What follows belongs to an exercise in optimizing a design on an open flow for small area and a short achievable clock period; a production flow would make more cautious choices.
The RTL was checked by simulation tests, not by an equivalence proof against the original design.
Power is estimated from default activity; no workload was simulated.

## flow/config.mk

```make
export PLATFORM = sky130hd
export DESIGN_NAME = fx_step_eval
export DESIGN_NICKNAME = fx_step_eval
export VERILOG_FILES = /design/flow/design.v
export SDC_FILE = /design/flow/constraint.sdc
export NUM_CORES = 4
export LEC_CHECK = 0
export CAP_MARGIN = 40
export CORE_AREA = 5 5 375 85
export DIE_AREA = 0 0 380 90
export PLACE_DENSITY = 0.75
export SLEW_MARGIN = 20
export SYNTH_HIERARCHICAL = 1
```

## flow/constraint.sdc

```tcl
create_clock -name core_clock -period 8.0 [get_ports {clk}]
set_input_delay 1.6000 -clock core_clock [delete_from_list [all_inputs] [get_ports {clk}]]
set_output_delay 1.6000 -clock core_clock [all_outputs]
set_load 0.01 [all_outputs]
```

## flow/design.v

```verilog
module fx_lane_eval (
    input  wire [30:0] ins,     
    input  wire [7:0]  opv,     
    input  wire [1:0]  pv,      
    output wire [1:0]  res,     
    output wire [1:0]  rch,     
    output wire        ill,     
    output wire        stg,     
    output wire [3:0]  trg_nnz,  
    output wire [3:0]  trg_none  
);
    wire [15:0] tt    = ins[30:15];
    wire [1:0]  kind  = ins[3:2];
    wire        exp_b = ins[1];
    wire        state = ins[0];
    wire [1:0] va = opv[1:0];
    wire [1:0] vb = opv[3:2];
    wire [1:0] vc = opv[5:4];
    wire [1:0] vd = opv[7:6];
    wire F0, F1;   
    wire F1e;      
    fx_lane_ctl u_ctl (.tt(tt), .opdh(ins[14:12]), .kind(kind), .state(state),
        .opv(opv[5:0]), .vd(vd), .pv(pv), .exp_b(exp_b), .ill(ill), .stg(stg),
        .F0(F0), .F1(F1), .F1e(F1e), .ntz(trg_nnz), .nto(trg_none));
    wire a0, a1, ka0, ka1, b0, b1, kb0, kb1, c0, c1, kc0, kc1, keval, ke_ns, d0, d1, kd0r, kd1g, kd0g, n1a0, p0a0, n1a1, p0a1, n1a2, p0a2, n1a3, p0a3, n1a4, p0a4, n1a5, p0a5, n1a6, p0a6, n1a7, p0a7, p1b0, n0b0, p1b1, n0b1, p1b2, n0b2, p1b3, n0b3, n1c0, p0c0, n1c1, p0c1, any1g, any0;
    g_nand2b_1 u1 (.A_N(va[1]), .B(va[0]), .Y(a0));
    g_or2_1 u2 (.A(va[1]), .B(va[0]), .X(a1));
    g_nor2_1 u3 (.A(va[1]), .B(va[0]), .Y(ka0));
    g_nor2b_1 u4 (.A(va[1]), .B_N(va[0]), .Y(ka1));
    g_nor2b_1 u5 (.A(vb[1]), .B_N(vb[0]), .Y(kb1));
    g_nor2_1 u6 (.A(vb[1]), .B(vb[0]), .Y(kb0));
    g_inv_1 u7 (.A(kb1), .Y(b0));
    g_inv_1 u8 (.A(kb0), .Y(b1));
    g_nor2b_1 u9 (.A(vc[1]), .B_N(vc[0]), .Y(kc1));
    g_nor2_1 u10 (.A(vc[1]), .B(vc[0]), .Y(kc0));
    g_inv_1 u11 (.A(kc1), .Y(c0));
    g_inv_1 u12 (.A(kc0), .Y(c1));
    g_nor2_1 u13 (.A(kind[1]), .B(kind[0]), .Y(keval));
    g_nor3_1 u14 (.A(kind[1]), .B(kind[0]), .C(state), .Y(ke_ns));
    g_or3b_1 u15 (.A(state), .B(vd[1]), .C_N(vd[0]), .X(d0));
    g_nor2_1 u16 (.A(vd[1]), .B(vd[0]), .Y(kd0r));
    g_nor2_1 u17 (.A(state), .B(kd0r), .Y(d1));
    g_nand2_1 u18 (.A(keval), .B(d0), .Y(kd1g));
    g_o21ai_0 u19 (.A1(vd[1]), .A2(vd[0]), .B1(ke_ns), .Y(kd0g));
    g_a22oi_1 u20 (.A1(a0), .A2(tt[0]), .B1(a1), .B2(tt[1]), .Y(n1a0));
    g_o22ai_1 u21 (.A1(ka1), .A2(tt[0]), .B1(ka0), .B2(tt[1]), .Y(p0a0));
    g_a22oi_1 u22 (.A1(a0), .A2(tt[2]), .B1(a1), .B2(tt[3]), .Y(n1a1));
    g_o22ai_1 u23 (.A1(ka1), .A2(tt[2]), .B1(ka0), .B2(tt[3]), .Y(p0a1));
    g_a22oi_1 u24 (.A1(a0), .A2(tt[4]), .B1(a1), .B2(tt[5]), .Y(n1a2));
    g_o22ai_1 u25 (.A1(ka1), .A2(tt[4]), .B1(ka0), .B2(tt[5]), .Y(p0a2));
    g_a22oi_1 u26 (.A1(a0), .A2(tt[6]), .B1(a1), .B2(tt[7]), .Y(n1a3));
    g_o22ai_1 u27 (.A1(ka1), .A2(tt[6]), .B1(ka0), .B2(tt[7]), .Y(p0a3));
    g_a22oi_1 u28 (.A1(a0), .A2(tt[8]), .B1(a1), .B2(tt[9]), .Y(n1a4));
    g_o22ai_1 u29 (.A1(ka1), .A2(tt[8]), .B1(ka0), .B2(tt[9]), .Y(p0a4));
    g_a22oi_1 u30 (.A1(a0), .A2(tt[10]), .B1(a1), .B2(tt[11]), .Y(n1a5));
    g_o22ai_1 u31 (.A1(ka1), .A2(tt[10]), .B1(ka0), .B2(tt[11]), .Y(p0a5));
    g_a22oi_1 u32 (.A1(a0), .A2(tt[12]), .B1(a1), .B2(tt[13]), .Y(n1a6));
    g_o22ai_1 u33 (.A1(ka1), .A2(tt[12]), .B1(ka0), .B2(tt[13]), .Y(p0a6));
    g_a22oi_1 u34 (.A1(a0), .A2(tt[14]), .B1(a1), .B2(tt[15]), .Y(n1a7));
    g_o22ai_1 u35 (.A1(ka1), .A2(tt[14]), .B1(ka0), .B2(tt[15]), .Y(p0a7));
    g_o22ai_1 u36 (.A1(kb1), .A2(n1a0), .B1(kb0), .B2(n1a1), .Y(p1b0));
    g_a22oi_1 u37 (.A1(b0), .A2(p0a0), .B1(b1), .B2(p0a1), .Y(n0b0));
    g_o22ai_1 u38 (.A1(kb1), .A2(n1a2), .B1(kb0), .B2(n1a3), .Y(p1b1));
    g_a22oi_1 u39 (.A1(b0), .A2(p0a2), .B1(b1), .B2(p0a3), .Y(n0b1));
    g_o22ai_1 u40 (.A1(kb1), .A2(n1a4), .B1(kb0), .B2(n1a5), .Y(p1b2));
    g_a22oi_1 u41 (.A1(b0), .A2(p0a4), .B1(b1), .B2(p0a5), .Y(n0b2));
    g_o22ai_1 u42 (.A1(kb1), .A2(n1a6), .B1(kb0), .B2(n1a7), .Y(p1b3));
    g_a22oi_1 u43 (.A1(b0), .A2(p0a6), .B1(b1), .B2(p0a7), .Y(n0b3));
    g_a22oi_1 u44 (.A1(c0), .A2(p1b0), .B1(c1), .B2(p1b1), .Y(n1c0));
    g_o22ai_1 u45 (.A1(kc1), .A2(n0b0), .B1(kc0), .B2(n0b1), .Y(p0c0));
    g_a22oi_1 u46 (.A1(c0), .A2(p1b2), .B1(c1), .B2(p1b3), .Y(n1c1));
    g_o22ai_1 u47 (.A1(kc1), .A2(n0b2), .B1(kc0), .B2(n0b3), .Y(p0c1));
    g_o22ai_1 u48 (.A1(kd1g), .A2(n1c0), .B1(kd0g), .B2(n1c1), .Y(any1g));
    g_a22o_1 u49 (.A1(d0), .A2(p0c0), .B1(d1), .B2(p0c1), .X(any0));
    g_or2_1 u50 (.A(F0), .B(any1g), .X(res[0]));
    g_a21o_1 u51 (.A1(any1g), .A2(any0), .B1(F1), .X(res[1]));
    g_o21a_1 u52 (.A1(F0), .A2(any1g), .B1(exp_b), .X(rch[0]));
    g_a21o_1 u53 (.A1(any1g), .A2(any0), .B1(F1e), .X(rch[1]));
endmodule
module fx_lane_ctl(tt, opdh, kind, state, opv, vd, pv, exp_b, ill, stg, F0, F1, F1e, ntz, nto);
  input [15:0] tt;
  wire [15:0] tt;
  input [2:0] opdh;
  wire [2:0] opdh;
  input [1:0] kind;
  wire [1:0] kind;
  input state;
  wire state;
  input [5:0] opv;
  wire [5:0] opv;
  input [1:0] vd;
  wire [1:0] vd;
  input [1:0] pv;
  wire [1:0] pv;
  input exp_b;
  wire exp_b;
  output ill;
  wire ill;
  output stg;
  wire stg;
  output F0;
  wire F0;
  output F1;
  wire F1;
  output F1e;
  wire F1e;
  output [3:0] ntz;
  wire [3:0] ntz;
  output [3:0] nto;
  wire [3:0] nto;
  wire _000_;
  wire _001_;
  wire _002_;
  wire _003_;
  wire _004_;
  wire _005_;
  wire _006_;
  wire _007_;
  wire _008_;
  wire _009_;
  wire _010_;
  wire _011_;
  wire _012_;
  wire _013_;
  wire _014_;
  wire _015_;
  wire _016_;
  wire _017_;
  wire _018_;
  wire _019_;
  wire _020_;
  wire _021_;
  wire _022_;
  wire _023_;
  wire _024_;
  wire _025_;
  wire _026_;
  wire _027_;
  wire _028_;
  wire _029_;
  wire _030_;
  wire _031_;
  wire _032_;
  wire _033_;
  wire _034_;
  wire _035_;
  wire _036_;
  wire _037_;
  wire _038_;
  wire _039_;
  wire _040_;
  wire _041_;
  wire _042_;
  wire _043_;
  wire _044_;
  wire _045_;
  wire _046_;
  wire _047_;
  wire _048_;
  wire _049_;
  wire _050_;
  wire _051_;
  wire _052_;
  wire _053_;
  wire _054_;
  wire _055_;
  wire _056_;
  wire _057_;
  wire _058_;
  wire _059_;
  wire _060_;
  wire _061_;
  wire _062_;
  wire _063_;
  wire _064_;
  wire _065_;
  wire _066_;
  wire _067_;
  wire _068_;
  wire _069_;
  wire _070_;
  wire _071_;
  wire _072_;
  wire _073_;
  wire _074_;
  wire _075_;
  wire _076_;
  wire _077_;
  wire _078_;
  wire _079_;
  wire _080_;
  wire _081_;
  wire _082_;
  wire _083_;
  wire _084_;
  wire _085_;
  wire _086_;
  wire _087_;
  wire _088_;
  wire _089_;
  wire _090_;
  wire _091_;
  wire _092_;
  wire _093_;
  wire _094_;
  wire _095_;
  wire _096_;
  wire _097_;
  wire _098_;
  wire _099_;
  wire _100_;
  wire _101_;
  wire _102_;
  wire _103_;
  wire _104_;
  wire _105_;
  wire _106_;
  wire _107_;
  wire _108_;
  wire _109_;
  wire _110_;
  wire _111_;
  wire _112_;
  wire _113_;
  wire _114_;
  wire _115_;
  wire _116_;
  wire _117_;
  g_clkinv_1 _118_ (
    .A(tt[1]),
    .Y(_072_)
  );
  g_nor2_1 _119_ (
    .A(tt[3]),
    .B(tt[2]),
    .Y(_073_)
  );
  g_clkinv_1 _120_ (
    .A(_073_),
    .Y(_074_)
  );
  g_nor2_1 _121_ (
    .A(opv[1]),
    .B(opv[0]),
    .Y(_075_)
  );
  g_clkinv_1 _122_ (
    .A(kind[1]),
    .Y(_076_)
  );
  g_clkinv_1 _123_ (
    .A(kind[0]),
    .Y(_077_)
  );
  g_nor2_1 _124_ (
    .A(_076_),
    .B(_077_),
    .Y(_078_)
  );
  g_clkinv_1 _125_ (
    .A(_078_),
    .Y(_079_)
  );
  g_clkinv_1 _126_ (
    .A(tt[15]),
    .Y(_080_)
  );
  g_nand2_1 _127_ (
    .A(_080_),
    .B(tt[13]),
    .Y(_081_)
  );
  g_nor2_1 _128_ (
    .A(tt[14]),
    .B(_081_),
    .Y(_082_)
  );
  g_nand2_1 _129_ (
    .A(_082_),
    .B(tt[12]),
    .Y(_083_)
  );
  g_nor4_1 _130_ (
    .A(state),
    .B(_075_),
    .C(_079_),
    .D(_083_),
    .Y(_084_)
  );
  g_nor2_1 _131_ (
    .A(tt[6]),
    .B(tt[7]),
    .Y(_085_)
  );
  g_clkinv_1 _132_ (
    .A(_085_),
    .Y(_086_)
  );
  g_nor2_1 _133_ (
    .A(tt[5]),
    .B(_086_),
    .Y(_087_)
  );
  g_clkinv_1 _134_ (
    .A(tt[4]),
    .Y(_088_)
  );
  g_nand2_1 _135_ (
    .A(_087_),
    .B(_088_),
    .Y(_089_)
  );
  g_nor2_1 _136_ (
    .A(tt[10]),
    .B(tt[11]),
    .Y(_090_)
  );
  g_clkinv_1 _137_ (
    .A(_090_),
    .Y(_091_)
  );
  g_nor2_1 _138_ (
    .A(tt[8]),
    .B(tt[9]),
    .Y(_092_)
  );
  g_clkinv_1 _139_ (
    .A(_092_),
    .Y(_093_)
  );
  g_nor2_1 _140_ (
    .A(_091_),
    .B(_093_),
    .Y(_094_)
  );
  g_clkinv_1 _141_ (
    .A(_094_),
    .Y(_095_)
  );
  g_nor2_1 _142_ (
    .A(_089_),
    .B(_095_),
    .Y(_096_)
  );
  g_nand2_1 _143_ (
    .A(_084_),
    .B(_096_),
    .Y(_097_)
  );
  g_nor3_1 _144_ (
    .A(_072_),
    .B(_074_),
    .C(_097_),
    .Y(_098_)
  );
  g_clkinv_1 _145_ (
    .A(opv[1]),
    .Y(_099_)
  );
  g_clkinv_1 _146_ (
    .A(tt[0]),
    .Y(_100_)
  );
  g_nand3_1 _147_ (
    .A(_098_),
    .B(_099_),
    .C(_100_),
    .Y(nto[2])
  );
  g_clkinv_1 _148_ (
    .A(_097_),
    .Y(_101_)
  );
  g_nor2_1 _149_ (
    .A(tt[1]),
    .B(_074_),
    .Y(_102_)
  );
  g_nand4_1 _150_ (
    .A(_101_),
    .B(_099_),
    .C(tt[0]),
    .D(_102_),
    .Y(nto[1])
  );
  g_nand2_1 _151_ (
    .A(_102_),
    .B(_100_),
    .Y(_103_)
  );
  g_clkinv_1 _152_ (
    .A(_103_),
    .Y(_104_)
  );
  g_nand3_1 _153_ (
    .A(_101_),
    .B(_099_),
    .C(_104_),
    .Y(nto[0])
  );
  g_nand2_1 _154_ (
    .A(_098_),
    .B(_100_),
    .Y(ntz[2])
  );
  g_nand3_1 _155_ (
    .A(_101_),
    .B(tt[0]),
    .C(_102_),
    .Y(ntz[1])
  );
  g_nand2_1 _156_ (
    .A(_101_),
    .B(_104_),
    .Y(ntz[0])
  );
  g_clkinv_1 _157_ (
    .A(state),
    .Y(_105_)
  );
  g_nand3_1 _158_ (
    .A(opdh[1]),
    .B(opdh[0]),
    .C(opdh[2]),
    .Y(_106_)
  );
  g_nor2_1 _159_ (
    .A(kind[1]),
    .B(kind[0]),
    .Y(_107_)
  );
  g_clkinv_1 _160_ (
    .A(_107_),
    .Y(_108_)
  );
  g_nor3_1 _161_ (
    .A(_105_),
    .B(_106_),
    .C(_108_),
    .Y(stg)
  );
  g_a21oi_1 _162_ (
    .A1(state),
    .A2(_106_),
    .B1(_108_),
    .Y(_109_)
  );
  g_clkinv_1 _163_ (
    .A(tt[13]),
    .Y(_110_)
  );
  g_nand2_1 _164_ (
    .A(_110_),
    .B(tt[15]),
    .Y(_111_)
  );
  g_clkinv_1 _165_ (
    .A(tt[14]),
    .Y(_112_)
  );
  g_nor2_1 _166_ (
    .A(tt[13]),
    .B(_112_),
    .Y(_113_)
  );
  g_o21ai_0 _167_ (
    .A1(_080_),
    .A2(_085_),
    .B1(_113_),
    .Y(_114_)
  );
  g_o211ai_1 _168_ (
    .A1(_111_),
    .A2(_089_),
    .B1(_083_),
    .C1(_114_),
    .Y(_115_)
  );
  g_nand2_1 _169_ (
    .A(_115_),
    .B(_094_),
    .Y(_116_)
  );
  g_clkinv_1 _170_ (
    .A(tt[12]),
    .Y(_117_)
  );
  g_nand2_1 _171_ (
    .A(_113_),
    .B(_080_),
    .Y(_000_)
  );
  g_nor2_1 _172_ (
    .A(_117_),
    .B(_000_),
    .Y(_001_)
  );
  g_nand2_1 _173_ (
    .A(_001_),
    .B(_090_),
    .Y(_002_)
  );
  g_clkinv_1 _174_ (
    .A(tt[11]),
    .Y(_003_)
  );
  g_nand3_1 _175_ (
    .A(tt[4]),
    .B(tt[3]),
    .C(tt[2]),
    .Y(_004_)
  );
  g_a22oi_1 _176_ (
    .A1(tt[10]),
    .A2(tt[0]),
    .B1(tt[11]),
    .B2(tt[1]),
    .Y(_005_)
  );
  g_nor2_1 _177_ (
    .A(tt[5]),
    .B(_110_),
    .Y(_006_)
  );
  g_a2111o_1 _178_ (
    .A1(_003_),
    .A2(_072_),
    .B1(_004_),
    .C1(_005_),
    .D1(_006_),
    .X(_007_)
  );
  g_o21ai_0 _179_ (
    .A1(tt[5]),
    .A2(_111_),
    .B1(_081_),
    .Y(_008_)
  );
  g_nor3_1 _180_ (
    .A(tt[12]),
    .B(tt[14]),
    .C(_086_),
    .Y(_009_)
  );
  g_nand4_1 _181_ (
    .A(_007_),
    .B(_092_),
    .C(_008_),
    .D(_009_),
    .Y(_010_)
  );
  g_nand4_1 _182_ (
    .A(_116_),
    .B(_077_),
    .C(_002_),
    .D(_010_),
    .Y(_011_)
  );
  g_nand3_1 _183_ (
    .A(tt[8]),
    .B(tt[6]),
    .C(tt[7]),
    .Y(_012_)
  );
  g_clkinv_1 _184_ (
    .A(_082_),
    .Y(_013_)
  );
  g_nand2_1 _185_ (
    .A(_013_),
    .B(_000_),
    .Y(_014_)
  );
  g_a21oi_1 _186_ (
    .A1(tt[8]),
    .A2(tt[7]),
    .B1(_091_),
    .Y(_015_)
  );
  g_nor2_1 _187_ (
    .A(tt[12]),
    .B(_013_),
    .Y(_016_)
  );
  g_a21oi_1 _188_ (
    .A1(_014_),
    .A2(_015_),
    .B1(_016_),
    .Y(_017_)
  );
  g_o21ai_0 _189_ (
    .A1(kind[1]),
    .A2(_017_),
    .B1(_002_),
    .Y(_018_)
  );
  g_o21ai_0 _190_ (
    .A1(_007_),
    .A2(_012_),
    .B1(_018_),
    .Y(_019_)
  );
  g_nor2_1 _191_ (
    .A(_103_),
    .B(_089_),
    .Y(_020_)
  );
  g_nand2_1 _192_ (
    .A(_110_),
    .B(tt[12]),
    .Y(_021_)
  );
  g_nor3_1 _193_ (
    .A(tt[14]),
    .B(tt[15]),
    .C(_021_),
    .Y(_022_)
  );
  g_nand2_1 _194_ (
    .A(_020_),
    .B(_022_),
    .Y(_023_)
  );
  g_a21oi_1 _195_ (
    .A1(_019_),
    .A2(_023_),
    .B1(tt[9]),
    .Y(_024_)
  );
  g_a21oi_1 _196_ (
    .A1(kind[1]),
    .A2(_011_),
    .B1(_024_),
    .Y(_025_)
  );
  g_o21ai_0 _197_ (
    .A1(tt[12]),
    .A2(tt[1]),
    .B1(_013_),
    .Y(_026_)
  );
  g_a31oi_1 _198_ (
    .A1(_026_),
    .A2(_014_),
    .A3(_073_),
    .B1(_022_),
    .Y(_027_)
  );
  g_nand2_1 _199_ (
    .A(_016_),
    .B(_087_),
    .Y(_028_)
  );
  g_o21ai_0 _200_ (
    .A1(_089_),
    .A2(_027_),
    .B1(_028_),
    .Y(_029_)
  );
  g_a31oi_1 _201_ (
    .A1(_112_),
    .A2(_080_),
    .A3(_020_),
    .B1(_029_),
    .Y(_030_)
  );
  g_nand2_1 _202_ (
    .A(tt[8]),
    .B(tt[9]),
    .Y(_031_)
  );
  g_a31oi_1 _203_ (
    .A1(_020_),
    .A2(_001_),
    .A3(_031_),
    .B1(_079_),
    .Y(_032_)
  );
  g_o21ai_0 _204_ (
    .A1(_095_),
    .A2(_030_),
    .B1(_032_),
    .Y(_033_)
  );
  g_nand2_1 _205_ (
    .A(_033_),
    .B(_105_),
    .Y(_034_)
  );
  g_nor2_1 _206_ (
    .A(_025_),
    .B(_034_),
    .Y(_035_)
  );
  g_nor2_1 _207_ (
    .A(_109_),
    .B(_035_),
    .Y(ill)
  );
  g_clkinv_1 _208_ (
    .A(ill),
    .Y(_036_)
  );
  g_nor2_1 _209_ (
    .A(vd[1]),
    .B(vd[0]),
    .Y(_037_)
  );
  g_and2_2 _210_ (
    .A(vd[1]),
    .B(vd[0]),
    .X(_038_)
  );
  g_o21ai_0 _211_ (
    .A1(_037_),
    .A2(_038_),
    .B1(tt[10]),
    .Y(_039_)
  );
  g_xor2_1 _212_ (
    .A(opv[5]),
    .B(opv[4]),
    .X(_040_)
  );
  g_nand2_1 _213_ (
    .A(_039_),
    .B(_040_),
    .Y(_041_)
  );
  g_clkinv_1 _214_ (
    .A(opv[2]),
    .Y(_042_)
  );
  g_a21oi_1 _215_ (
    .A1(_042_),
    .A2(opv[3]),
    .B1(_090_),
    .Y(_043_)
  );
  g_o21ai_0 _216_ (
    .A1(opv[3]),
    .A2(_042_),
    .B1(_043_),
    .Y(_044_)
  );
  g_clkinv_1 _217_ (
    .A(_075_),
    .Y(_045_)
  );
  g_nand2_1 _218_ (
    .A(opv[1]),
    .B(opv[0]),
    .Y(_046_)
  );
  g_nand3_1 _219_ (
    .A(_044_),
    .B(_045_),
    .C(_046_),
    .Y(_047_)
  );
  g_a21oi_1 _220_ (
    .A1(tt[11]),
    .A2(_041_),
    .B1(_047_),
    .Y(_048_)
  );
  g_a21oi_1 _221_ (
    .A1(tt[10]),
    .A2(vd[0]),
    .B1(opv[4]),
    .Y(_049_)
  );
  g_nor2_1 _222_ (
    .A(_003_),
    .B(_049_),
    .Y(_050_)
  );
  g_a211oi_1 _223_ (
    .A1(_091_),
    .A2(opv[2]),
    .B1(opv[0]),
    .C1(_050_),
    .Y(_051_)
  );
  g_xor2_1 _224_ (
    .A(tt[0]),
    .B(opv[2]),
    .X(_052_)
  );
  g_clkinv_1 _225_ (
    .A(opv[3]),
    .Y(_053_)
  );
  g_nand2_1 _226_ (
    .A(_052_),
    .B(_053_),
    .Y(_054_)
  );
  g_nand2_1 _227_ (
    .A(_078_),
    .B(tt[14]),
    .Y(_055_)
  );
  g_a21oi_1 _228_ (
    .A1(_054_),
    .A2(_117_),
    .B1(_055_),
    .Y(_056_)
  );
  g_nand3_1 _229_ (
    .A(_048_),
    .B(_092_),
    .C(_051_),
    .Y(_057_)
  );
  g_o211ai_1 _230_ (
    .A1(_048_),
    .A2(_051_),
    .B1(_056_),
    .C1(_057_),
    .Y(_058_)
  );
  g_xor2_1 _231_ (
    .A(tt[14]),
    .B(_078_),
    .X(_059_)
  );
  g_o22ai_1 _232_ (
    .A1(_110_),
    .A2(opv[1]),
    .B1(pv[1]),
    .B2(_021_),
    .Y(_060_)
  );
  g_a21oi_1 _233_ (
    .A1(_059_),
    .A2(_060_),
    .B1(_107_),
    .Y(_061_)
  );
  g_nand2_1 _234_ (
    .A(_058_),
    .B(_061_),
    .Y(_062_)
  );
  g_nand2_1 _235_ (
    .A(_036_),
    .B(_062_),
    .Y(F1)
  );
  g_nand2_1 _236_ (
    .A(_048_),
    .B(tt[9]),
    .Y(_063_)
  );
  g_nand3_1 _237_ (
    .A(_063_),
    .B(tt[12]),
    .C(_051_),
    .Y(_064_)
  );
  g_nand2_1 _238_ (
    .A(_052_),
    .B(_045_),
    .Y(_065_)
  );
  g_a31oi_1 _239_ (
    .A1(_065_),
    .A2(_117_),
    .A3(_053_),
    .B1(_055_),
    .Y(_066_)
  );
  g_nand2_1 _240_ (
    .A(_064_),
    .B(_066_),
    .Y(_067_)
  );
  g_nand3_1 _241_ (
    .A(_110_),
    .B(tt[12]),
    .C(pv[0]),
    .Y(_068_)
  );
  g_nand2_1 _242_ (
    .A(tt[13]),
    .B(opv[0]),
    .Y(_069_)
  );
  g_nand2_1 _243_ (
    .A(_068_),
    .B(_069_),
    .Y(_070_)
  );
  g_nand3_1 _244_ (
    .A(_059_),
    .B(_108_),
    .C(_070_),
    .Y(_071_)
  );
  g_nand3_1 _245_ (
    .A(_036_),
    .B(_067_),
    .C(_071_),
    .Y(F0)
  );
  g_nand2_1 _246_ (
    .A(_098_),
    .B(tt[0]),
    .Y(ntz[3])
  );
  g_nand3_1 _247_ (
    .A(_036_),
    .B(exp_b),
    .C(_062_),
    .Y(F1e)
  );
  g_nand3_1 _248_ (
    .A(_098_),
    .B(_099_),
    .C(tt[0]),
    .Y(nto[3])
  );
endmodule
module g_a2111o_1 (input wire A1, input wire A2, input wire B1, input wire C1, input wire D1, output wire X);
    assign X = (A1&A2) | (B1) | (C1) | (D1);
 endmodule
module g_a211oi_1 (input wire A1, input wire A2, input wire B1, input wire C1, output wire Y);
    assign Y = (~A1&~B1&~C1) | (~A2&~B1&~C1);
 endmodule
module g_a21o_1 (input wire A1, input wire A2, input wire B1, output wire X);
    assign X = (A1&A2) | (B1);
 endmodule
module g_a21oi_1 (input wire A1, input wire A2, input wire B1, output wire Y);
    assign Y = (~A1&~B1) | (~A2&~B1);
 endmodule
module g_a22o_1 (input wire A1, input wire A2, input wire B1, input wire B2, output wire X);
    assign X = (B1&B2) | (A1&A2);
 endmodule
module g_a22oi_1 (input wire A1, input wire A2, input wire B1, input wire B2, output wire Y);
    assign Y = (~A1&~B1) | (~A1&~B2) | (~A2&~B1) | (~A2&~B2);
 endmodule
module g_a31oi_1 (input wire A1, input wire A2, input wire A3, input wire B1, output wire Y);
    assign Y = (~A1&~B1) | (~A2&~B1) | (~A3&~B1);
 endmodule
module g_and2_2 (input wire A, input wire B, output wire X);
    assign X = (A&B);
 endmodule
module g_clkinv_1 (input wire A, output wire Y);
    assign Y = (~A);
 endmodule
module g_inv_1 (input wire A, output wire Y);
    assign Y = (~A);
 endmodule
module g_nand2_1 (input wire A, input wire B, output wire Y);
    assign Y = (~A) | (~B);
 endmodule
module g_nand2b_1 (input wire A_N, input wire B, output wire Y);
    assign Y = (A_N) | (~B);
 endmodule
module g_nand3_1 (input wire A, input wire B, input wire C, output wire Y);
    assign Y = (~A) | (~B) | (~C);
 endmodule
module g_nand4_1 (input wire A, input wire B, input wire C, input wire D, output wire Y);
    assign Y = (~A) | (~B) | (~C) | (~D);
 endmodule
module g_nor2_1 (input wire A, input wire B, output wire Y);
    assign Y = (~A&~B);
 endmodule
module g_nor2b_1 (input wire A, input wire B_N, output wire Y);
    assign Y = (~A&B_N);
 endmodule
module g_nor3_1 (input wire A, input wire B, input wire C, output wire Y);
    assign Y = (~A&~B&~C);
 endmodule
module g_nor4_1 (input wire A, input wire B, input wire C, input wire D, output wire Y);
    assign Y = (~A&~B&~C&~D);
 endmodule
module g_o211ai_1 (input wire A1, input wire A2, input wire B1, input wire C1, output wire Y);
    assign Y = (~A1&~A2) | (~B1) | (~C1);
 endmodule
module g_o21a_1 (input wire A1, input wire A2, input wire B1, output wire X);
    assign X = (A1&B1) | (A2&B1);
 endmodule
module g_o21ai_0 (input wire A1, input wire A2, input wire B1, output wire Y);
    assign Y = (~A1&~A2) | (~B1);
 endmodule
module g_o22ai_1 (input wire A1, input wire A2, input wire B1, input wire B2, output wire Y);
    assign Y = (~B1&~B2) | (~A1&~A2);
 endmodule
module g_or2_1 (input wire A, input wire B, output wire X);
    assign X = (A) | (B);
 endmodule
module g_or3b_1 (input wire A, input wire B, input wire C_N, output wire X);
    assign X = (A) | (B) | (~C_N);
 endmodule
module g_xor2_1 (input wire A, input wire B, output wire X);
    assign X = (A&~B) | (~A&B);
 endmodule
module fx_step_eval #(
    parameter LANES = 16
) (
    input  wire                 clk,
    input  wire [31*LANES-1:0]  ins,    
    input  wire [8*LANES-1:0]   opv,    
    input  wire [2*LANES-1:0]   pv,     
    output reg  [2*LANES-1:0]   res,
    output reg  [2*LANES-1:0]   rch,
    output reg  [LANES-1:0]     ill,
    output reg  [LANES-1:0]     stg,
    output reg  [7:0]           trg     
);
    wire [2*LANES-1:0] res_c;
    wire [2*LANES-1:0] rch_c;
    wire [LANES-1:0]   ill_c;
    wire [LANES-1:0]   stg_c;
    wire [4*LANES-1:0] nnz_c;    
    wire [4*LANES-1:0] none_c;   
    genvar l;
    generate
        for (l = 0; l < LANES; l = l + 1) begin : g_lane
            fx_lane_eval u_lane (
                .ins     (ins[31*l +: 31]),
                .opv     (opv[8*l +: 8]),
                .pv      (pv[2*l +: 2]),
                .res     (res_c[2*l +: 2]),
                .rch     (rch_c[2*l +: 2]),
                .ill     (ill_c[l]),
                .stg     (stg_c[l]),
                .trg_nnz (nnz_c[4*l +: 4]),
                .trg_none(none_c[4*l +: 4])
            );
        end
    endgenerate
    wire [7:0] trg_c;
    wire z0_0, z0_1, z0_2, z0_3, nany_z0, o0_0, o0_1, o0_2, o0_3, nany_o0, z1_0, z1_1, z1_2, z1_3, nany_z1, o1_0, o1_1, o1_2, o1_3, nany_o1, z2_0, z2_1, z2_2, z2_3, nany_z2, o2_0, o2_1, o2_2, o2_3, nany_o2, z3_0, z3_1, z3_2, z3_3, nany_z3, o3_0, o3_1, o3_2, o3_3, nany_o3;
    g_nand4_1 u1 (.A(nnz_c[0]), .B(nnz_c[4]), .C(nnz_c[8]), .D(nnz_c[12]), .Y(z0_0));
    g_nand4_1 u2 (.A(nnz_c[16]), .B(nnz_c[20]), .C(nnz_c[24]), .D(nnz_c[28]), .Y(z0_1));
    g_nand4_1 u3 (.A(nnz_c[32]), .B(nnz_c[36]), .C(nnz_c[40]), .D(nnz_c[44]), .Y(z0_2));
    g_nand4_1 u4 (.A(nnz_c[48]), .B(nnz_c[52]), .C(nnz_c[56]), .D(nnz_c[60]), .Y(z0_3));
    g_nor4_1 u5 (.A(z0_0), .B(z0_1), .C(z0_2), .D(z0_3), .Y(nany_z0));
    g_nand4_1 u6 (.A(none_c[0]), .B(none_c[4]), .C(none_c[8]), .D(none_c[12]), .Y(o0_0));
    g_nand4_1 u7 (.A(none_c[16]), .B(none_c[20]), .C(none_c[24]), .D(none_c[28]), .Y(o0_1));
    g_nand4_1 u8 (.A(none_c[32]), .B(none_c[36]), .C(none_c[40]), .D(none_c[44]), .Y(o0_2));
    g_nand4_1 u9 (.A(none_c[48]), .B(none_c[52]), .C(none_c[56]), .D(none_c[60]), .Y(o0_3));
    g_nor4_1 u10 (.A(o0_0), .B(o0_1), .C(o0_2), .D(o0_3), .Y(nany_o0));
    g_inv_1 u11 (.A(nany_z0), .Y(trg_c[0]));
    g_nor2b_1 u12 (.A(nany_z0), .B_N(nany_o0), .Y(trg_c[1]));
    g_nand4_1 u13 (.A(nnz_c[1]), .B(nnz_c[5]), .C(nnz_c[9]), .D(nnz_c[13]), .Y(z1_0));
    g_nand4_1 u14 (.A(nnz_c[17]), .B(nnz_c[21]), .C(nnz_c[25]), .D(nnz_c[29]), .Y(z1_1));
    g_nand4_1 u15 (.A(nnz_c[33]), .B(nnz_c[37]), .C(nnz_c[41]), .D(nnz_c[45]), .Y(z1_2));
    g_nand4_1 u16 (.A(nnz_c[49]), .B(nnz_c[53]), .C(nnz_c[57]), .D(nnz_c[61]), .Y(z1_3));
    g_nor4_1 u17 (.A(z1_0), .B(z1_1), .C(z1_2), .D(z1_3), .Y(nany_z1));
    g_nand4_1 u18 (.A(none_c[1]), .B(none_c[5]), .C(none_c[9]), .D(none_c[13]), .Y(o1_0));
    g_nand4_1 u19 (.A(none_c[17]), .B(none_c[21]), .C(none_c[25]), .D(none_c[29]), .Y(o1_1));
    g_nand4_1 u20 (.A(none_c[33]), .B(none_c[37]), .C(none_c[41]), .D(none_c[45]), .Y(o1_2));
    g_nand4_1 u21 (.A(none_c[49]), .B(none_c[53]), .C(none_c[57]), .D(none_c[61]), .Y(o1_3));
    g_nor4_1 u22 (.A(o1_0), .B(o1_1), .C(o1_2), .D(o1_3), .Y(nany_o1));
    g_inv_1 u23 (.A(nany_z1), .Y(trg_c[2]));
    g_nor2b_1 u24 (.A(nany_z1), .B_N(nany_o1), .Y(trg_c[3]));
    g_nand4_1 u25 (.A(nnz_c[2]), .B(nnz_c[6]), .C(nnz_c[10]), .D(nnz_c[14]), .Y(z2_0));
    g_nand4_1 u26 (.A(nnz_c[18]), .B(nnz_c[22]), .C(nnz_c[26]), .D(nnz_c[30]), .Y(z2_1));
    g_nand4_1 u27 (.A(nnz_c[34]), .B(nnz_c[38]), .C(nnz_c[42]), .D(nnz_c[46]), .Y(z2_2));
    g_nand4_1 u28 (.A(nnz_c[50]), .B(nnz_c[54]), .C(nnz_c[58]), .D(nnz_c[62]), .Y(z2_3));
    g_nor4_1 u29 (.A(z2_0), .B(z2_1), .C(z2_2), .D(z2_3), .Y(nany_z2));
    g_nand4_1 u30 (.A(none_c[2]), .B(none_c[6]), .C(none_c[10]), .D(none_c[14]), .Y(o2_0));
    g_nand4_1 u31 (.A(none_c[18]), .B(none_c[22]), .C(none_c[26]), .D(none_c[30]), .Y(o2_1));
    g_nand4_1 u32 (.A(none_c[34]), .B(none_c[38]), .C(none_c[42]), .D(none_c[46]), .Y(o2_2));
    g_nand4_1 u33 (.A(none_c[50]), .B(none_c[54]), .C(none_c[58]), .D(none_c[62]), .Y(o2_3));
    g_nor4_1 u34 (.A(o2_0), .B(o2_1), .C(o2_2), .D(o2_3), .Y(nany_o2));
    g_inv_1 u35 (.A(nany_z2), .Y(trg_c[4]));
    g_nor2b_1 u36 (.A(nany_z2), .B_N(nany_o2), .Y(trg_c[5]));
    g_nand4_1 u37 (.A(nnz_c[3]), .B(nnz_c[7]), .C(nnz_c[11]), .D(nnz_c[15]), .Y(z3_0));
    g_nand4_1 u38 (.A(nnz_c[19]), .B(nnz_c[23]), .C(nnz_c[27]), .D(nnz_c[31]), .Y(z3_1));
    g_nand4_1 u39 (.A(nnz_c[35]), .B(nnz_c[39]), .C(nnz_c[43]), .D(nnz_c[47]), .Y(z3_2));
    g_nand4_1 u40 (.A(nnz_c[51]), .B(nnz_c[55]), .C(nnz_c[59]), .D(nnz_c[63]), .Y(z3_3));
    g_nor4_1 u41 (.A(z3_0), .B(z3_1), .C(z3_2), .D(z3_3), .Y(nany_z3));
    g_nand4_1 u42 (.A(none_c[3]), .B(none_c[7]), .C(none_c[11]), .D(none_c[15]), .Y(o3_0));
    g_nand4_1 u43 (.A(none_c[19]), .B(none_c[23]), .C(none_c[27]), .D(none_c[31]), .Y(o3_1));
    g_nand4_1 u44 (.A(none_c[35]), .B(none_c[39]), .C(none_c[43]), .D(none_c[47]), .Y(o3_2));
    g_nand4_1 u45 (.A(none_c[51]), .B(none_c[55]), .C(none_c[59]), .D(none_c[63]), .Y(o3_3));
    g_nor4_1 u46 (.A(o3_0), .B(o3_1), .C(o3_2), .D(o3_3), .Y(nany_o3));
    g_inv_1 u47 (.A(nany_z3), .Y(trg_c[6]));
    g_nor2b_1 u48 (.A(nany_z3), .B_N(nany_o3), .Y(trg_c[7]));
    always @(posedge clk) begin
        res <= res_c;
        rch <= rch_c;
        ill <= ill_c;
        stg <= stg_c;
        trg <= trg_c;
    end
endmodule
```

## flow/flow/run.sh

```bash
#!/bin/bash
# Standard synthesis, then every combinational cell set to its smallest size,
# then the standard layout with 1x buffers on the ports.
set -euo pipefail
RES=orfs/results/sky130hd/fx_step_eval/base
bash standard.sh synth > synth.log 2>&1
SYNTH_ODB=$RES/1_synth.odb openroad -no_init -exit flow/downsize.tcl > downsize.log 2>&1
bash standard.sh BUFFER_PORTS_ARGS="-buffer_cell sky130_fd_sc_hd__buf_1" finish > layout.log 2>&1
```

## flow/flow/downsize.tcl

```tcl
# Swap every combinational cell of the synthesized netlist for the smallest
# cell of its family (same function and pins, lowest drive strength), so that
# timing repair later upsizes only where the paths need it.
read_db $::env(SYNTH_ODB)
set db [ord::get_db]
set fam [dict create]
foreach lib [$db getLibs] {
  foreach m [$lib getMasters] {
    set n [$m getName]
    if {![regexp {^(sky130_fd_sc_hd__[a-z0-9]+)_([0-9]+)$} $n -> base drv]} continue
    if {[string match "*lpflow*" $n] || [string match "*probe*" $n]} continue
    set a [expr {[$m getWidth] * [$m getHeight]}]
    if {![dict exists $fam $base] || $a < [lindex [dict get $fam $base] 1]} {
      dict set fam $base [list $m $a]
    }
  }
}
set swapped 0
foreach inst [[[$db getChip] getBlock] getInsts] {
  set m [$inst getMaster]
  set n [$m getName]
  if {![regexp {^(sky130_fd_sc_hd__[a-z0-9]+)_([0-9]+)$} $n -> base drv]} continue
  if {[string match "*df*" $base] || [string match "*conb*" $base]} continue
  if {![dict exists $fam $base]} continue
  set nm [lindex [dict get $fam $base] 0]
  if {[$nm getName] ne $n} {
    $inst swapMaster $nm
    incr swapped
  }
}
puts "downsize: swapped $swapped cells"
write_db $::env(SYNTH_ODB)
```

## flow/standard.sh

```bash
#!/bin/bash
# synth_recipe.tcl (not shown) runs the flow's synth.tcl, then flattens the netlist and writes it again
# the make line also repeats each setting of config.mk as NAME=value (left out here)
make -C /OpenROAD-flow-scripts/flow DESIGN_CONFIG=/design/flow/config.mk WORK_HOME=/design/flow/orfs CLKGATE_MAP_FILE= SYNTH_SCRIPT=/design/flow/synth_recipe.tcl "${@:-finish}"
```

==> notes.md, run 1 <==
The filler-free cell count of the finished design is ~4100. By instance count, the cell type seen most on the critical path is sky130_fd_sc_hd__nand2_1. After clock tree synthesis, the repair step resized 0 gates. The hold violation total from the final report came out at 0. The slew at the pin closest to its max-slew limit is around 0.56 ns. The relative slew slack came out at 0.625.

The die is 90 µm tall. The number of I/O pins came out at roughly 760. For the final routed database, the setup TNS stands at 0 ns. The worst hold margin is around 1.4 ns. A synthesized cell averages 5.56 µm². The flow ran to the end and the layout has no timing, DRC or antenna violations. The ratio of total power to cell area came out at between 90 and 100 nW/µm². The post-CTS setup buffer count came out at 0. The first-pass GRT wire length is 114000 µm. The via count of the first global-routing pass is ~24000. The total clock buffers created by CTS came out at 9. The summed instance area of the synthesized netlist is 17200 µm².

The clock-pin slew on the worst setup and hold paths came out at ~0.09 ns. The maximum vdd drop is approximately 0.000089 V. The path class of the tightest hold or removal check is input port to flip-flop. The data arrival time of the critical path is ~3.9 ns. The top fanout value on the critical path came out at 6. The number of maximum-capacitance constraint violations is 0. The total vias in the final route came out at 26500.

The placeable core area is 29200 µm². For the worst setup path, the data required time is 8.25 ns. After the last flow step, the layout net total stands at between 4000 and 5000. The detailed router's first-iteration violation count came out at roughly 3800. The wire length per cell after detailed routing is between 15 and 20 µm. The half-perimeter wire length of the detailed placement result is between 50000 and 60000 µm. The initial antenna violation count was 3. Port buffering added roughly 630 buffers. In this run, post-CTS hold repair placed 0 buffers. The Yosys warning count is 7. The floorplan has 29 rows.

Tracing the worst setup path back leads to its startpoint at ins[245]. TritonCTS built the clock tree. Dividing the detail-routed via count by the number of cells gives around 6.4. Setup repair after global routing left no endpoint under its margin. The H-tree depth is 3. The total wire length is 72100 µm. In this run the remaining antenna-violating nets after routing total 0. The largest net degree at the start of global routing came out at 18. The maximum clock frequency is 278 MHz.

The total area of sequential cells is 2080 µm². Of the cells placed in the final design, the portion with a size suffix greater than 1 is 0.00401. With fillers left out, the area of the finished cells amounts to ~20000 µm². Among all stages on the critical path, the largest delay is contributed by sky130_fd_sc_hd__nor3_1. The floorplan die width is between 300 and 400 µm. The synthesis-to-finish area growth is 18.4%.

The number of cells produced by synthesis came out at 3096. The global-route total usage across every layer is 0.385. The number of setup violations in the final report came out at 0.

Including well taps, the total number of placed cells is 4131. The static leakage came out at about 0.0084 µW. The post-detailed-route DRC marker count came out at 0.

The number of fill cells is between 2000 and 3000. The worst setup path is of the input port to flip-flop kind. The nature of the critical path startpoint is an input port.

The synthesized net count is between 3000 and 4000. The most critical setup path has its endpoint at trg[7]. The total count of max-transition violations in the final report was 0.

The critical path goes through buf_1, nand2_1, nor2_1, nand2_1, nor4_1, nand2_1, nor3_1, nand3_1, nand4_1, nor4_1, nor2b_1. The die covers about 34000 µm². The routed design could run at a clock period as short as around 3.6 ns. The final RePlAce weighted congestion is 1.03. The cell at the root of the clock tree is sky130_fd_sc_hd__clkbuf_16. The placed standard-cell area is 20100 µm². The total area of multi-input combinational cells is about 13000 µm². The sum of internal, switching and leakage power is between 1500 and 2000 µW. The share of the cycle needed by the critical path after routing came out at 0.450. The starting density of the core is 0.590. The overflow left after global routing is 0. The total number of clock tree sinks is ~100. The number of optimization iterations in the first detailed-route pass came out at 9. The stage delay of the slowest cell on the critical path is about 0.40 ns.

The kind of capture point of the worst setup path is a flip-flop. The number of buffers on the longest clock path came out at 2.
==> how the worst min path moves through the flow <==
stage,start,end,slack (ns),depth (start not counted)
floorplan,ins[1],rch[0],1.72,1
detailed placement,ins[373],rch[24],1.83,2
global route,ins[187],rch[12],1.42,2
CTS,ins[218],rch[14],1.42,2
finish,ins[218],rch[14],1.43,2
global placement,ins[404],rch[26],1.82,2
==> metrics by stage <==
step	util	worst slack (ns)
global route	0.699	4.30
finish	0.699	4.40
detailed placement	0.689	4.15
floorplan	-	4.92
CTS	0.699	4.53
global placement	0.689	4.24
==> critical path: cells and delay by family <==
kind,cells,cell delay [ns]
simple gates,10,1.95
buf+inv,1,0.28
==> flip-flops by register name, indices dropped and copies added (netlist names) <==
name and cells:
stg 16, res 32, rch 32, ill 16, trg 8
==> routing by layer <==
layer	part of all wire	GRT usage	vias up	routed length, µm
li1	-	-	12400	-
met5	0.0022	0	-	156
met1	0.37	0.474	11700	26900
met3	0.14	0.113	370	9890
met4	0.043	0.157	6	3110
met2	0.44	0.634	2026	32100
==> area by class of cell <==
cell class | count | area share
Timing Repair Buffer | 632 | 0.116
Antenna cell | 3 | 0.000368
Sequential cell | 104 | 0.102
Inverter | 484 | 0.0891
Tap cell | 403 | 0.0247
Clock buffer | 10 | 0.0117
Clock inverter | 5 | 0.00196
Multi-Input combinational cell | 2508 | 0.654
==> cell usage in the layout, fill, tap and decap left out, types with 24 or more instances in the layout <==
cell and n:
sky130_fd_sc_hd__a22oi_1 240, sky130_fd_sc_hd__buf_1 632, sky130_fd_sc_hd__nand3_1 224, sky130_fd_sc_hd__dfxtp_1 104, sky130_fd_sc_hd__a21oi_1 160, sky130_fd_sc_hd__o211ai_1 32
sky130_fd_sc_hd__a31oi_1 64, sky130_fd_sc_hd__o21ai_0 160, sky130_fd_sc_hd__nand2_1 480, sky130_fd_sc_hd__inv_1 484, sky130_fd_sc_hd__o22ai_1 256, sky130_fd_sc_hd__xor2_1 48
sky130_fd_sc_hd__nor4_1 24, sky130_fd_sc_hd__nand4_1 80, sky130_fd_sc_hd__or2_0 32, sky130_fd_sc_hd__a21o_1 32, sky130_fd_sc_hd__nor2b_1 52, sky130_fd_sc_hd__nor3_1 80
sky130_fd_sc_hd__nor2_1 432
==> report_power, final <==
| group | switching [µW] | internal [µW] | leakage (µW) |
|---|---|---|---|
| Clock | 243 | 222 | 0.000133 |
| Sequential | 8.59 | 546 | 0.000856 |
| Combinational | 625 | 318 | 0.00740 |
| Total | 877 | 1090 | 0.00839 |
==> run 2: changes to the inputs <==
--- a/flow/config.mk
+++ b/flow/config.mk
@@ -9,5 +9,6 @@
 export CORE_AREA = 5 5 375 85
 export DIE_AREA = 0 0 380 90
 export PLACE_DENSITY = 0.75
+export SETUP_SLACK_MARGIN = 5.0
 export SLEW_MARGIN = 20
 export SYNTH_HIERARCHICAL = 1
==> notes.md, run 2 <==
The signal on the critical path passes through clkbuf_2, nor2_2, inv_1, nor2_2, inv_1, nor2_1, nand2_1, nor3_4, nand3_2, nand4_1, nor4_2, nor2b_1. The maximum vdd drop is a little under 0.00009 V. The total clock buffers created by CTS came out at 9. The share of the cycle needed by the critical path after routing came out at 0.395. The number of buffers on the longest clock path came out at 2. The largest net degree at the start of global routing came out at 19. The total wire length is around 84000 µm. In this run the worst setup path begins at ins[395]. The core region is between 20000 and 30000 µm². The relative slew slack is 0.624.

The worst setup path is captured at a flip-flop. The total area of multi-input combinational cells came out at 15600 µm². Setup repair after global routing could not meet its margin everywhere.

The worst hold path passes through 2 cells. After clock tree synthesis, the clock-pin slew on the worst setup and hold paths is approximately 0.090 ns. The maximum clock frequency is roughly 320 MHz. The mean area per synthesized cell is 5.56 µm². In this run the number of H-tree levels came out at 3.

The library cell used most frequently in the layout, excluding fill and tap cells, is sky130_fd_sc_hd__nand2_1. Dividing total power by cell area gives a power density of 92.8 nW/µm². The static leakage came out at ~0.010 µW. For this block, the via count after detailed routing is ~29000. The initial antenna violation count came to 5. The summed instance area of the synthesized netlist is around 17000 µm². The total number of clock tree sinks came out at around 100. The post-layout net count came out at ~4500. The number of optimization iterations in the first detailed-route pass came out at 10.

The number of port buffers came out at about 630. The slew at the pin closest to its max-slew limit came out at ~0.56 ns. The total overflow left after global routing is 0. The filler-free cell count of the finished design is ~4300. TritonCTS built the clock tree. The slowest stage cell on the critical path is sky130_fd_sc_hd__nor3_4. The global-route total usage across every layer is 0.392. The post-detailed-route DRC marker count came out at 0. The clock period minus final worst setup slack came out at roughly 3.2 ns. The first-pass GRT wire length came out at 117000 µm.

The tree is rooted in a sky130_fd_sc_hd__clkbuf_16. The routed via count divided by cell count is a little under 7. The post-detailed-route count of antenna-violating nets is 0. The Yosys warning count came out at 7. The starting density of the core is 0.590.

The total stage count of the critical path came out at 12. The detailed router's first-iteration violation count is 4954. By startpoint and endpoint, the worst setup path is classified as input port to flip-flop. The critical path endpoint is trg[7]. The via count of the first global-routing pass came out at between 20000 and 25000. The floorplan die width is between 300 and 400 µm. The filler cells instantiated in the layout total 1814. The die is 90 µm tall. The post-layout utilization of the core came out at 0.848. The family of cells with the greatest summed delay on the critical path is simple AND/OR/NAND/NOR gates. The worst path required time is about 8.3 ns.

The flow ran to the end and the layout has no timing, DRC or antenna violations. The top fanout value on the critical path is 6. The sum of negative setup slack is 0 ns. The wire length per cell after detailed routing is slightly below 20 µm. The worst setup path is launched from an input port. Leaving out fill and tap cells, the most frequent cells in the layout are sky130_fd_sc_hd__nand2_1, sky130_fd_sc_hd__inv_1, sky130_fd_sc_hd__buf_1. The number of I/O pins came out at 761. The half-perimeter wire length of the detailed placement result is 57100 µm. Of the cells placed in the final design, the portion with a size suffix greater than 1 is 0.250. The stage delay of the slowest cell on the critical path is about 0.29 ns. The die covers 34200 µm². The synthesized net count came out at between 3000 and 4000. The number of maximum-capacitance constraint violations came out at 0. The total count of max-transition violations in the final report came out at 0. The cell count after synthesis came out at just over 3000. The number of placed cells counting well taps is around 4100. Counting both buffers and inverters, the worst setup path holds a total of 3. The number of setup violations in the final report is 0. The worst min-delay path category is input port to flip-flop. The worst hold margin is 1.44 ns. The final RePlAce weighted congestion is ~1.0.

The hold violation total from the final report was 0. The synthesis-to-finish area growth is 43.6%. The data arrival time of the critical path came out at between 3 and 4 ns. The total area of sequential cells came out at between 2000 and 2500 µm². The largest registers in the layout are rch x32, res x32. The number of rows created at floorplan came out at 29.
==> run 2: stage by stage <==
step                      instance area [µm²]  setup slack [ns]  total power (µW)
after floorplan                         17300              5.01              1100
after global placement                  20100              4.27              1440
after detailed placement                20100              4.17              1470
after CTS                               21200              4.97              2030
after global routing                    24700              4.78              2400
final                                   24700              4.84              2300
==> run 2: layer usage <==
metal / global-route usage / up-vias / wire length [µm]
li1: - / 12700 / -
met1: 0.473 / 12700 / 27900
met2: 0.666 / 2778 / 37700
met3: 0.108 / 852 / 12300
met4: 0.161 / 4 / 6160
met5: 0 / - / 47
==> run 2: cell type report <==
class / count / area share
tap: 403 / 0.0204
clock buffer: 10 / 0.00926
antenna: 4 / 0.000405
clock inverter: 6 / 0.00395
timing repair buffer: 768 / 0.173
sequential: 104 / 0.0842
inverter: 484 / 0.0793
multi-input combinational: 2508 / 0.629
==> run 2: repair_timing <==
action,CTS,global route
pin swaps,70,384
hold buffers,0,0
gates resized for setup,230,1088
endpoints found under the setup margin,72,72
buffers inserted,15,121
==> run 2: worst min path at each step <==
stage / start / end / slack, ns
after floorplan: ins[1] / rch[0] / 1.72
after CTS: ins[218] / rch[14] / 1.43
final: ins[249] / rch[16] / 1.44
after global routing: ins[125] / rch[8] / 1.43
after detailed placement: ins[218] / rch[14] / 1.83
after global placement: ins[1] / rch[0] / 1.83
==> run 2: power by group <==
part / total (µW) / internal [µW] / switching (µW) / leakage [µW]
clock network: 543 / 281 / 261 / 0.000160
logic: 1200 / 441 / 757 / 0.00944
registers: 555 / 546 / 9.01 / 0.000856
==> run 3: changes to the inputs <==
--- a/flow/config.mk
+++ b/flow/config.mk
@@ -12,3 +12,4 @@
 export SETUP_SLACK_MARGIN = 5.0
 export SLEW_MARGIN = 20
 export SYNTH_HIERARCHICAL = 1
+export TNS_END_PERCENT = 5
==> notes.md, run 3 <==
Pin placement for this block handled between 700 and 800 I/O pins. The most common cell type on the critical path is sky130_fd_sc_hd__nor2_2. The first-pass GRT wire length came out at around 110000 µm. For the worst setup path, the data arrival time is 3.39 ns. The path class of the tightest hold or removal check is input port to flip-flop. The maximum vdd drop came out at 0.0000921 V. The via count of the first global-routing pass came to 24100. The flow ran to the end and the layout has no timing, DRC or antenna violations. The post-detailed-route DRC marker count is 0. The sum of negative setup slack is 0 ns. Summing every instance area after synthesis gives between 15000 and 20000 µm². The share of power burned in registers came out at 0.259. The number of maximum-capacitance constraint violations is 0.

The number of setup violations in the final report came out at 0. The mean area per synthesized cell came out at roughly 5.6 µm². The slew at the pin closest to its max-slew limit is 0.544 ns. The stage delay of the slowest cell on the critical path came out at ~0.34 ns. In the final layout, the registers with the most flip-flops are rch x32, res x32. The clock passes through at most 2 buffers. For this design, the slowest cell found on the critical path is sky130_fd_sc_hd__nand4_1. The detailed router's first-iteration violation count is ~4100. The worst setup path is captured at a flip-flop. In the finished design, the share of the clock period the worst path needs comes to 0.390. The share of total power dissipated in combinational logic is 0.500. The worst slack at placement is about 4.3 ns. The top cell types in the final layout, fill and taps aside, are sky130_fd_sc_hd__buf_1, sky130_fd_sc_hd__inv_1, sky130_fd_sc_hd__nand2_1. The hold violation total from the final report came to 0. TritonCTS built the clock tree. The total net switching power is between 900 and 1000 µW. For this run, the top clock speed supported by timing is around 320 MHz.

The initial antenna violation count is 3. The total area of sequential cells came out at between 2000 and 2500 µm². The number of cells produced by synthesis came out at approximately 3100.

The number of fill cells came out at ~2300. The share of power burned in the clock network is 0.242. The total area of multi-input combinational cells is around 15000 µm².

The clock period minus final worst setup slack came out at just over 3 ns. The height of the die came out at about 90 µm. STA classifies the critical path startpoint as an input port.

In the routed layout, each cell is associated on average with a via count of ~6.5. Routability-driven placement finished with a final weighted congestion of 1.04. The static leakage is between 0.009 and 0.01 µW. The wire length per cell after detailed routing came out at ~18 µm. The internal power summed over all cells is ~1200 µW. The overflow left after global routing came out at 0. The total wire length came out at 75000 µm. Power spread over the standard cell area amounts to 93.6 nW/µm². The clock-pin slew on the worst setup and hold paths came out at about 0.1 ns.

The Yosys step of the flow raised 7 warnings. The number of port buffers is about 630. The total number of clock tree sinks is 104. The total count of max-transition violations in the final report came out at 0. After floorplanning, the core was sized to cover a little under 30000 µm². For this run, the total global-route usage over all layers was measured as 0.377. The number of hold-repair buffers added at the cts stage is 0. The synthesis-to-finish area growth is 32.9%. Of the total power, the share spent switching nets is 0.447. The share of final-layout standard cells stronger than drive strength 1 is 0.185.

The post-layout net count is about 4500. The placed standard-cell area came out at between 20000 and 25000 µm². The total clock buffers created by CTS came out at 9. The synthesized net count is between 3000 and 4000.

In this run the remaining antenna-violating nets after routing total 0. The H-tree generated during clock tree synthesis spans 3 levels. The library cell used most frequently in the layout, excluding fill and tap cells, is sky130_fd_sc_hd__buf_1.

The signal on the critical path passes through buf_1, nor2_2, inv_1, nor2_2, nand2_2, nor2_2, nand2_2, nor3_4, nand3_1, nand4_1, nor4_2, nor2b_1. The floorplan die area came out at ~34000 µm². The final design area excluding fillers is 22900 µm². The half-perimeter wire length of the detailed placement result is around 56000 µm. The starting density of the core is 0.590.

The relative slew slack is 0.637. Setup slack on the critical path of the routed design comes to between 4 and 5 ns. The number of optimization iterations in the first detailed-route pass came out at 10. At the worst endpoint, the required time is slightly above 8 ns. The number of rows created at floorplan came out at 29. The routed layout has ~27000 vias. The cell at the root of the clock tree is sky130_fd_sc_hd__clkbuf_16. The floorplan step set the die width to 380 µm. The largest net degree at the start of global routing came out at 19.

The top fanout value on the critical path came out at 4. The path type of the worst setup path is input port to flip-flop. Setup repair after global routing could not meet its margin everywhere.
[run 3: worst paths after layout]
| check | from | to | slack [ns] | depth (start not counted) |
|---|---|---|---|---|
| setup / recovery | ins[269] | trg[7] | 4.88 | 12 |
| hold / removal | ins[125] | rch[8] | 1.42 | 2 |
[run 3: layout make-up]
class / count / area share
multi-input combinational: 2508 / 0.650
tap: 403 / 0.0220
antenna: 2 / 0.000219
clock inverter: 6 / 0.00328
timing repair buffer: 696 / 0.143
clock buffer: 10 / 0.0104
inverter: 484 / 0.0801
sequential: 104 / 0.0909
[run 3: power groups by stage]
stage          logic (µW)  clock network [µW]  registers (µW)
2_1_floorplan         515                   0             580
3_3_place_gp          874                   0             565
3_5_place_dp          898                   0             566
4_1_cts               918                 519             554
5_1_grt              1160                 541             557
6_report             1070                 518             555
[run 3: what timing repair did]
item                       in CTS  in global routing
setup endpoints to repair      72                 72
setup buffers                   8                 56
pin swaps                      29                256
gates resized for setup       120                711
gates cloned                    0                  0
[run 3: routing by layer]
metal | vias up | track usage | part of all wire
met1 | 12000 | 0.454 | 0.36
li1 | 12500 | - | -
met3 | 476 | 0.110 | 0.14
met4 | 2 | 0.159 | 0.053
met2 | 2197 | 0.635 | 0.45
met5 | - | 0 | 0.000093
[run 3: critical path: cells and delay by family]
kind	cells	cell delay, ns
buffers and inverters	2	0.22
and+or+nand+nor	10	1.57
[run 3: through the flow]
step / total power (µW) / util / std cells / hold slack [ns]
floorplan: 1100 / - / 3096 / 1.72
global placement: 1440 / 0.690 / 4131 / 1.83
detailed placement: 1460 / 0.690 / 4131 / 1.83
CTS: 1990 / 0.713 / 4155 / 1.41
global route: 2250 / 0.785 / 4213 / 1.42
finish: 2140 / 0.785 / 4213 / 1.42
==> run 4: changes to the inputs <==
--- a/flow/config.mk
+++ b/flow/config.mk
@@ -9,7 +9,6 @@
 export CORE_AREA = 5 5 375 85
 export DIE_AREA = 0 0 380 90
 export PLACE_DENSITY = 0.75
-export SETUP_SLACK_MARGIN = 5.0
+export SETUP_SLACK_MARGIN = 4.6
 export SLEW_MARGIN = 20
 export SYNTH_HIERARCHICAL = 1
-export TNS_END_PERCENT = 5
==> notes.md, run 4 <==
The routed via count divided by cell count is between 6 and 7. The cell that appears most often on the critical path is sky130_fd_sc_hd__nand2_1. The ratio of total power to cell area came out at approximately 96 nW/µm². The tree is rooted in a sky130_fd_sc_hd__clkbuf_16. The starting density of the core is 0.590.

The number of maximum-capacitance constraint violations came out at 0. The count of buffer and inverter cells on the critical path is 2. The hold violation total from the final report is 0. The most critical setup path has its startpoint at ins[185]. The core region is 29200 µm².

The library cell used most frequently in the layout, excluding fill and tap cells, is sky130_fd_sc_hd__buf_1. STA classifies the critical path endpoint as a flip-flop. Across every metal layer, demand over resource in global routing totals 0.385. The run finished with no timing, DRC or antenna violations.

The share of the cycle needed by the critical path after routing came out at 0.423. Fill cells in the final layout number about 2700. In this run the remaining antenna-violating nets after routing total 0. The path class of the tightest hold or removal check is input port to flip-flop. The Yosys warning count came out at 7. The mean area per synthesized cell is 5.56 µm². The synthesized net count is ~3800.

After synthesis the cells add up to about 17000 µm². The via count of the first global-routing pass came out at 24100. Row generation in the floorplan step produced 29 rows. After routing the design area is 20600 µm². The height of the die came out at around 90 µm. The post-detailed-route DRC marker count is 0. After layout, the minimum clock period comes to 3.38 ns.

Relative to the synthesized area, the layout overhead comes to 19.8%. The critical path goes through buf_1, inv_1, nand2_1, nor2_1, nand2_1, nor4_1, nand2_1, nor3_4, nand3_1, nand4_1, nor4_1, nor2b_1. The H-tree depth is 3. In the layout the commonest cells are sky130_fd_sc_hd__buf_1, sky130_fd_sc_hd__nand2_1, sky130_fd_sc_hd__inv_1. Synthesis produced a netlist whose cell count is between 3000 and 4000. The post-layout net count came out at 4397. The family of cells with the greatest summed delay on the critical path is simple AND/OR/NAND/NOR gates. The total count of max-transition violations in the final report is 0.

The data arrival time of the critical path came out at 3.64 ns. The first-pass GRT wire length came out at approximately 110000 µm. In this run the worst setup path terminates at trg[7]. The worst slack at placement came out at 4.15 ns.

For the final routed database, the setup TNS stands at 0 ns. From left edge to right edge, the die measures ~380 µm. Summed over all layers, the global routing overflow is 0. Clock-pin slew was measured on the worst setup and hold paths at around 0.090 ns. TritonCTS built the clock tree. The number of hold-repair buffers added at the cts stage is 0. The worst path required time is between 8 and 9 ns. Setup violations remaining at the end of the flow were counted as 0. The path type of the worst setup path is input port to flip-flop. STA classifies the critical path startpoint as an input port. For this run, the detailed router's first-pass iteration total came to 12. The total clock buffers created by CTS came out at 9. The post-layout worst setup margin came out at approximately 4.6 ns. The stage delay of the slowest cell on the critical path came out at 0.34 ns. The relative slew slack came out at 0.621. The final route contains roughly 27000 vias. After detailed routing, the average wire length per cell comes to ~17 µm. The total wire length is roughly 72000 µm. The share of final-layout standard cells stronger than drive strength 1 came out at 0.0288. The slowest stage of the critical path belongs to the cell sky130_fd_sc_hd__nand4_1. The number of I/O pins came out at ~760. The largest net degree at the start of global routing came out at 18. For this run, the top clock speed supported by timing is 295 MHz. The number of buffers on the longest clock path came out at 2. The initial antenna violation count was 3. The total stage count of the critical path is 12.

Setup repair after global routing could not meet its margin everywhere. The number of port buffers came out at between 600 and 700. The top fanout value on the critical path came out at 5. VDD sags by at most 0.0000894 V. The largest registers in the layout are rch x32, res x32. The final RePlAce weighted congestion came out at slightly above 1. The clock drives between 100 and 150 sinks. The static leakage came out at about 0.0085 µW. The placed standard-cell area came out at approximately 20000 µm².

The slew at the pin closest to its max-slew limit came out at 0.568 ns. The detailed router's first-iteration violation count is ~4000. The half-perimeter wire length of the detailed placement result came out at just under 60000 µm.

The die covers between 30000 and 40000 µm².
-- run 4: where the power goes --
| part | internal [µW] | leakage (µW) | total (µW) | switching, µW |
|---|---|---|---|---|
| sequential | 546 | 0.000856 | 554 | 8.58 |
| combinational | 323 | 0.00756 | 953 | 631 |
| clock | 222 | 0.000133 | 467 | 245 |
-- run 4: layout make-up --
| cell class | count | area [µm²] | area share |
|---|---|---|---|
| multi-input combinational | 2508 | 13500 | 0.655 |
| timing repair buffer | 633 | 2430 | 0.118 |
| sequential | 104 | 2080 | 0.101 |
| inverter | 484 | 1820 | 0.0881 |
| tap | 403 | 504 | 0.0244 |
| clock buffer | 10 | 239 | 0.0116 |
| clock inverter | 5 | 40.0 | 0.00194 |
| antenna | 3 | 7.51 | 0.000364 |
-- run 4: how the worst min path moves through the flow --
stage	start	slack, ns	cells past startpoint	to
3_3_place_gp	ins[404]	1.82	2	rch[26]
6_report	ins[218]	1.43	2	rch[14]
3_5_place_dp	ins[373]	1.83	2	rch[24]
4_1_cts	ins[218]	1.42	2	rch[14]
2_1_floorplan	ins[1]	1.72	1	rch[0]
5_1_grt	ins[187]	1.42	2	rch[12]
-- run 4: metal layers --
metal	up-vias	global-route usage	wire [µm]
met3	393	0.113	9900
met4	8	0.157	3180
met2	2052	0.634	32200
li1	12400	-	-
met5	-	0	161
met1	11800	0.473	27000
-- run 4: repair_timing --
action	4_1_cts	5_1_grt
pin swaps	0	7
gates resized for setup	1	109
endpoints found under the setup margin	2	66
setup buffers	0	1
-- run 4: per-stage QoR --
step / total power (µW) / hold WS (ns) / util / cells
floorplan: 1090 / 1.72 / - / 3096
global placement: 1440 / 1.82 / 0.689 / 4131
detailed placement: 1470 / 1.83 / 0.689 / 4131
CTS: 1930 / 1.42 / 0.699 / 4146
global route: 2090 / 1.42 / 0.707 / 4148
finish: 1970 / 1.43 / 0.707 / 4150

re-timing with driven ports:
In the flow no input, the clock included, has a driving cell. The finished layouts below were timed again as built, in two steps. Step 1 (the two cells are an assumption about what drives the block):
set clk [get_ports {clk}]
set_driving_cell -lib_cell sky130_fd_sc_hd__clkbuf_16 $clk
set_driving_cell -lib_cell sky130_fd_sc_hd__buf_2 [delete_from_list [all_inputs] $clk]
Step 2 moves the port delays by t, midway between the first and last clock arrival at a register: inputs arrive t later, outputs are due t later. That takes back most of the time a late clock gives input paths. Slacks: ideal / step 1 / step 2; pairs: ideal / step 1.
run	t, ns	slack for setup (ns)	worst hold slack (ns)	slew at the worst register clock pin (ns)
run 1	0.428	4.400 / 4.426 / 3.998	1.435 / 1.407 / 1.835	0.09 / 0.09
run 2	0.428	4.837 / 4.857 / 4.429	1.439 / 1.414 / 1.842	0.09 / 0.09
run 3	0.432	4.880 / 4.904 / 4.471	1.422 / 1.399 / 1.831	0.10 / 0.10
run 4	0.427	4.615 / 4.643 / 4.216	1.434 / 1.406 / 1.833	0.09 / 0.09
After both steps setup and hold are still met in every run listed. For run 3, which loses most, drivers alone change the setup slack by +0.024 ns; drivers and shift together by -0.409 ns.
